This is an optimization exercise on Yosys and OpenROAD, whose aim is small area, a short achievable clock period and few clock cycles per item, not a production implementation. Only the layout flow was run in this run; the RTL was not checked for function there.

$ cat flow/config.mk
export PLATFORM = sky130hd
export DESIGN_NAME = scale_acc
export DESIGN_NICKNAME = scale_acc
export VERILOG_FILES = /design/flow/design.v
export SDC_FILE = /design/flow/constraint.sdc
export NUM_CORES = 4
export LEC_CHECK = 0
export CAP_MARGIN = 20
export CORE_MARGIN = 2
export CORE_UTILIZATION = 40
export SLEW_MARGIN = 20
$ cat flow/constraint.sdc
create_clock -name core_clock -period 55.0 [get_ports {clk}]
set_input_delay 11.0000 -clock core_clock [delete_from_list [all_inputs] [get_ports {clk}]]
set_output_delay 11.0000 -clock core_clock [all_outputs]
set_load 0.01 [all_outputs]
$ cat flow/design.v
module round32 #(
    parameter N  = 64,    
    parameter EW = 20     
) (
    input  wire          s,
    input  wire [N-1:0]  n,
    input  wire [EW-1:0] e,
    output reg  [31:0]   word,
    output reg           sat,
    output reg           flush
);
    reg [7:0]    len;
    integer      i;
    always @(*) begin
        len = 8'd0;
        for (i = 0; i < N; i = i + 1)
            if (n[i]) len = i[7:0] + 8'd1;
    end
    wire [N-1:0] norm = n << (N - len);
    wire [23:0]  q     = norm[N-1:N-24];
    wire         rbit  = norm[N-25];
    wire         stick = |norm[N-26:0];
    wire         up    = rbit & (stick | q[0]);
    wire [24:0]  qr    = {1'b0, q} + {24'd0, up};
    wire         carry = qr[24];
    wire signed [EW+1:0] exp_full = $signed({{2{e[EW-1]}}, e}) + $signed({{(EW-6){1'b0}}, len})
                                    - 1 + carry;
    always @(*) begin
        word  = 32'd0;
        sat   = 1'b0;
        flush = 1'b0;
        if (n != {N{1'b0}}) begin
            if (exp_full > 127) begin
                sat  = 1'b1;
                word = {s, 31'h7F7F_FFFF};
            end else if (exp_full < -126) begin
                flush = 1'b1;
            end else begin
                word = {s, exp_full[7:0] + 8'd127, carry ? 23'd0 : qr[22:0]};
            end
        end
    end
endmodule
module add32 (
    input  wire [31:0] a,
    input  wire [31:0] b,
    output wire [31:0] word,
    output wire        sat,
    output wire        flush
);
    wire        za = (a[30:23] == 8'd0);
    wire        zb = (b[30:23] == 8'd0);
    wire        swap  = (b[30:23] > a[30:23]);
    wire [31:0] op_hi = swap ? b : a;
    wire [31:0] op_lo = swap ? a : b;
    wire [23:0] m_hi    = {1'b1, op_hi[22:0]};
    wire [23:0] m_lo    = {1'b1, op_lo[22:0]};
    wire [7:0]  d       = op_hi[30:23] - op_lo[30:23];
    wire [5:0]  dc      = (d > 8'd63) ? 6'd63 : d[5:0];
    wire [99:0] wide    = {m_lo, 76'd0} >> dc;
    wire        sticky  = |wide[49:0];
    wire [50:0] bj      = {wide[99:50], sticky};
    wire [50:0] aj      = {m_hi, 27'd0};
    wire        same    = (op_hi[31] == op_lo[31]);
    wire        a_ge_b  = (aj >= bj);
    wire [51:0] t       = same   ? ({1'b0, aj} + {1'b0, bj}) :
                          a_ge_b ? ({1'b0, aj} - {1'b0, bj}) :
                                   ({1'b0, bj} - {1'b0, aj});
    wire        t_sign  = same ? op_hi[31] : (a_ge_b ? op_hi[31] : op_lo[31]);
    wire [19:0] t_exp   = {12'd0, op_hi[30:23]} - 20'd177;
    wire [31:0] r_word;
    wire        r_sat, r_flush;
    round32 #(.N(52), .EW(20)) u_round (
        .s(t_sign), .n(t), .e(t_exp),
        .word(r_word), .sat(r_sat), .flush(r_flush)
    );
    assign word  = (za & zb) ? 32'd0 : za ? b : zb ? a : r_word;
    assign sat   = ~za & ~zb & r_sat;
    assign flush = ~za & ~zb & r_flush;
endmodule
module scale_acc (
    input  wire        clk,
    input  wire        rst,           
    input  wire        in_valid,
    output reg         in_ready,
    input  wire        in_first,      
    input  wire        in_last,       
    input  wire [31:0] in_bias,
    input  wire [47:0] in_s,
    input  wire [15:0] in_x,
    input  wire [15:0] in_sm,
    input  wire [15:0] in_sx,
    output reg         res_valid,
    output wire [31:0] res_word,
    output wire        res_code_special,
    output wire [7:0]  res_scale_sat,
    output wire [7:0]  res_acc_sat,
    output wire [7:0]  res_flush_zero
);
    reg [31:0] acc;
    reg        code_special;
    reg [7:0]  scale_sat_cnt;
    reg [7:0]  acc_sat_cnt;
    reg [7:0]  flush_cnt;
    wire take = in_valid & in_ready;
    wire        bias_special = (in_bias[30:23] == 8'hFF);
    wire [31:0] bias_norm    = bias_special ? {in_bias[31], 31'h7F7F_FFFF} :
                               (in_bias[30:23] == 8'h00) ? 32'd0 : in_bias;
    wire [47:0] s_mag  = in_s[47] ? (~in_s + 48'd1) : in_s;
    wire [63:0] prod   = s_mag * in_sm;
    wire [19:0] g_exp  = {{4{in_x[15]}}, in_x} - 20'd24 + {{4{in_sx[15]}}, in_sx};
    wire [31:0] g_word;
    wire        g_sat, g_flush;
    round32 #(.N(64), .EW(20)) u_scale (
        .s(in_s[47]), .n(prod), .e(g_exp),
        .word(g_word), .sat(g_sat), .flush(g_flush)
    );
    wire [31:0] acc_in = in_first ? bias_norm : acc;
    wire [31:0] sum_word;
    wire        sum_sat, sum_flush;
    add32 u_add (
        .a(acc_in), .b(g_word),
        .word(sum_word), .sat(sum_sat), .flush(sum_flush)
    );
    wire [7:0] ss_base = in_first ? 8'd0 : scale_sat_cnt;
    wire [7:0] as_base = in_first ? 8'd0 : acc_sat_cnt;
    wire [7:0] fz_base = in_first ? 8'd0 : flush_cnt;
    always @(posedge clk) begin
        if (rst) begin
            in_ready      <= 1'b0;
            res_valid     <= 1'b0;
            acc           <= 32'd0;
            code_special  <= 1'b0;
            scale_sat_cnt <= 8'd0;
            acc_sat_cnt   <= 8'd0;
            flush_cnt     <= 8'd0;
        end else begin
            in_ready  <= 1'b1;
            res_valid <= take & in_last;
            if (take) begin
                acc           <= sum_word;
                code_special  <= in_first ? bias_special : code_special;
                scale_sat_cnt <= ss_base + {7'd0, g_sat};
                acc_sat_cnt   <= as_base + {7'd0, sum_sat};
                flush_cnt     <= fz_base + {7'd0, g_flush} + {7'd0, sum_flush};
            end
        end
    end
    assign res_word         = acc;
    assign res_code_special = code_special;
    assign res_scale_sat    = scale_sat_cnt;
    assign res_acc_sat      = acc_sat_cnt;
    assign res_flush_zero   = flush_cnt;
endmodule
$ cat flow/run.sh
#!/bin/bash
# synth_recipe.tcl (not shown) runs the flow's synth.tcl, then flattens the netlist and writes it again
# the make line also repeats each setting of config.mk as NAME=value (left out here)
make -C /OpenROAD-flow-scripts/flow DESIGN_CONFIG=/design/flow/config.mk WORK_HOME=/design/flow/orfs CLKGATE_MAP_FILE= SYNTH_SCRIPT=/design/flow/synth_recipe.tcl finish
==> results_dict.tcl <==
set metrics [dict create \
    cts.sinks 59 \
    coreArea_sq_um 140000 \
    io-pin-count 192 \
    maxCapViolCount 0 \
    h-tree-depth 3 \
    antenna_cells 0 \
    hp-class "flip-flop to flip-flop" \
    netlist_instances 7626 \
    hold_path.startpoint "acc_sat_cnt[0]" \
    area_growth_pct 8.06 \
    fin_crit_sh 0.964 \
    tns_ns 0 \
    relSlewSlack 0.161 \
    holdPathStages 2 \
    hold_viol_final 0 \
    critical-path-max-stage-delay_ns 0.69 \
    start_kind "primary input" \
    die_w_um 380 \
    fin_hold_ws_ns 0.464 \
    hold_buffers 0 \
    antenna_found_initial 1 \
    skew_ns 0.00958 \
    numCtsBuffers 9 \
    rsz0062_at_grt "false" \
    fill_cells 14500 \
    yosysMostFrequentCell "inv_1" \
    reg2reg_to "acc[22]" \
    grt_start_max_net_pins 79 \
    status "complete, no violations" \
    setup_violations 0 \
    cts.path.max_buffers 2 \
    synth_edf_count 0 \
    drcViolationCount 0 \
    drive_gt1_frac 0.0681 \
    dp_hpwl_mm 192 \
    cts_root_buf "clkbuf_16" \
    tightest_slew_ns 1.23 \
    yosys_warnings 3 \
    fin_crit_ns 53.03 \
    grt_pass1_vias 57100 \
    syn-num-nets 8711 \
    cp_slowest_cell "a211oi_1" \
    cts.reportedPaths.clkPinSlew_ns 0.06 \
    nNetsFinal 8654 \
    dr_total_vias 59800 \
    clkLatencyLatePin_ns 0.34 \
    cp.required_ns 55.22 \
    grt_pass1_wl_mm 363 \
    dr.pass1.iters 7 \
    path_class "primary input to flip-flop" \
    overflow 0 \
    via_per_inst 6.33 \
    start_util 0.404 \
    synthTopCellsByArea "fa_1 23%, ha_1 6.7%, nor2b_1 6.5%" \
    drt_iter0_drc 7930 \
    r2r_cells 80 \
    grt_usage 0.320 \
    die_h_um 380 \
    syn_area_sq_um 56500 \
    synth_seq_area_share 0.0209 \
    antenna_left 0 \
    die-area_sq_um 144000 \
    cts_tree "yes" \
    max_freq_mhz 18.9 \
    place_congestion 1.06 \
    final_util 0.436 \
    wl_per_cell_um 25.2 \
    crit_fanout 59 \
    synth_top_area_cell "fa_1" \
    ys_types 139 \
    synth_area_per_cell_sq_um 7.41 \
    r2r_start "acc[29]" \
    holdPathEnd "acc_sat_cnt[0]" \
    row_count 137 \
    ys_ff_latch 59 \
    place.port_buffers 191 \
    yosysTopAreaCellShare 0.230 \
    synth-async-reset-ratio 0 \
    synth_flop_cell "dfxtp_1" \
    critical_path_arrival_ns 53.25 \
    routed_wl_mm 238 \
    worstSetupEndpointType "flip-flop" \
    synth_common_cells "936 x inv_1, 649 x fa_1, 583 x nor2b_1" \
    slew_violations 0 \
    reg2reg_slack_ns 34.06 \
]
## state kept, by name (all words and copies together), names as in the netlist
register / cells
scale_sat_cnt: 8
in_ready: 1
code_special: 1
flush_cnt: 8
res_valid: 1
acc_sat_cnt: 8
acc: 32
## critical path: cells and delay by family
| family | cells | cell delay, ns |
|---|---|---|
| muxes | 4 | 0.88 |
| xor gates and xnor gates | 3 | 0.59 |
| adders and majority gates | 20 | 7.60 |
| and+or+nand+nor | 47 | 13.36 |
| AOI/OAI and AO/OA | 47 | 14.37 |
| buffers and inverters | 23 | 5.27 |
## routing by layer
metal,up-vias,wire length (um),GRT usage
met5,-,0,0
met4,0,6820,0.0786
met3,417,26900,0.0732
met2,3365,99100,0.468
met1,29600,106000,0.470
li1,26400,-,-
## per-stage QoR
stage / cell area (sq um) / std cells / worst slack [ns]
2_1_floorplan: 56500 / 7626 / 9.06
3_3_place_gp: 60700 / 9431 / 2.44
3_5_place_dp: 60700 / 9431 / 2.42
4_1_cts: 61000 / 9447 / 2.69
5_1_grt: 61000 / 9450 / 0.0870
6_report: 61000 / 9450 / 1.97
## worst max path at each step
stage             start        endpoint  slack, ns  depth (start not counted)
6_report       in_s[13]         acc[22]       1.97                        144
5_1_grt        in_s[13]  acc_sat_cnt[7]       0.09                        147
4_1_cts        in_s[13]  acc_sat_cnt[7]       2.69                        149
3_5_place_dp   in_s[13]  acc_sat_cnt[7]       2.42                        148
3_3_place_gp   in_s[13]  acc_sat_cnt[7]       2.44                        143
2_1_floorplan  in_s[13]  acc_sat_cnt[7]       9.06                        176
## final cells by class
cell class | count | area, sq um | area share
multi-input cells | 6152 | 50100 | 0.821
repair buffers | 405 | 3560 | 0.0584
inverters | 942 | 3540 | 0.0579
well taps | 1876 | 2350 | 0.0385
flip-flops and latches | 59 | 1180 | 0.0194
clock buffers | 10 | 239 | 0.00392
clock inverters | 6 | 47.5 | 0.000779
## cells by family after synthesis
group	after synthesis	synth area share
AO/OA/AOI/OAI	2030	0.252
multiplexers	209	0.0422
buffers and inverters	1415	0.0980
AND/OR/NAND/NOR	2722	0.252
flip-flops	59	0.0209
adder cells (fa/ha/maj)	952	0.297
XOR/XNOR	239	0.0379
## timing repair
item | 4_1_cts | 5_1_grt
resized for setup | 0 | 6
endpoints found under the setup margin | 0 | 47
hold endpoints to repair | 0 | 0
buffers inserted | 0 | 2
## layout by cell type (no fill, tap or decap), types with 35 or more instances in the layout
master and n:
a21oi_1 506, a21o_1 88, buf_4 209, mux2i_1 137, a221oi_1 41, o21ai_0 303, o21bai_1 68, nor3_1 198
a211oi_1 119, ha_1 301, nand4_1 73, a31oi_1 70, o211ai_1 97, o21a_1 49, mux2_2 52, and2_1 172
xnor2_1 121, nor4_1 67, a22oi_1 38, nor2b_1 583, or3_1 53, nand3_1 175, clkdlybuf4s50_1 189, dfxtp_1 59
xor2_1 93, and3_1 70, nand2_1 557, o21ai_1 35, nand2b_1 49, o31ai_1 42, inv_1 936, fa_1 649
nor2_1 524, o22ai_1 35

-- separate check: timing with driven ports --
No port has a modelled driver above. Below, the same layout with a new extraction and two added sets of constraints. Step 1 (the two cells are an assumption about what drives the block):
set clk [get_ports {clk}]
set_driving_cell -lib_cell sky130_fd_sc_hd__clkbuf_16 $clk
set_driving_cell -lib_cell sky130_fd_sc_hd__buf_2 [delete_from_list [all_inputs] $clk]
Step 2 moves the port delays by t, midway between the first and last clock arrival at a register: inputs arrive t later, outputs are due t later. That takes back most of the time a late clock gives input paths. Slacks: no drivers / after step 1 / after step 2; pairs: no drivers / after step 1.
t (ns): 0.381
setup WS [ns]: 1.972 / 1.990 / 1.610
worst hold slack (ns): 0.463 / 0.463 / 0.463
worst setup path after step 2: input to register
clock arrival spread, ns: 0.009 / 0.009
After both steps this run still meets setup and hold. The setup slack of this run moves by +0.018 ns with the drivers and by -0.362 ns with both steps.
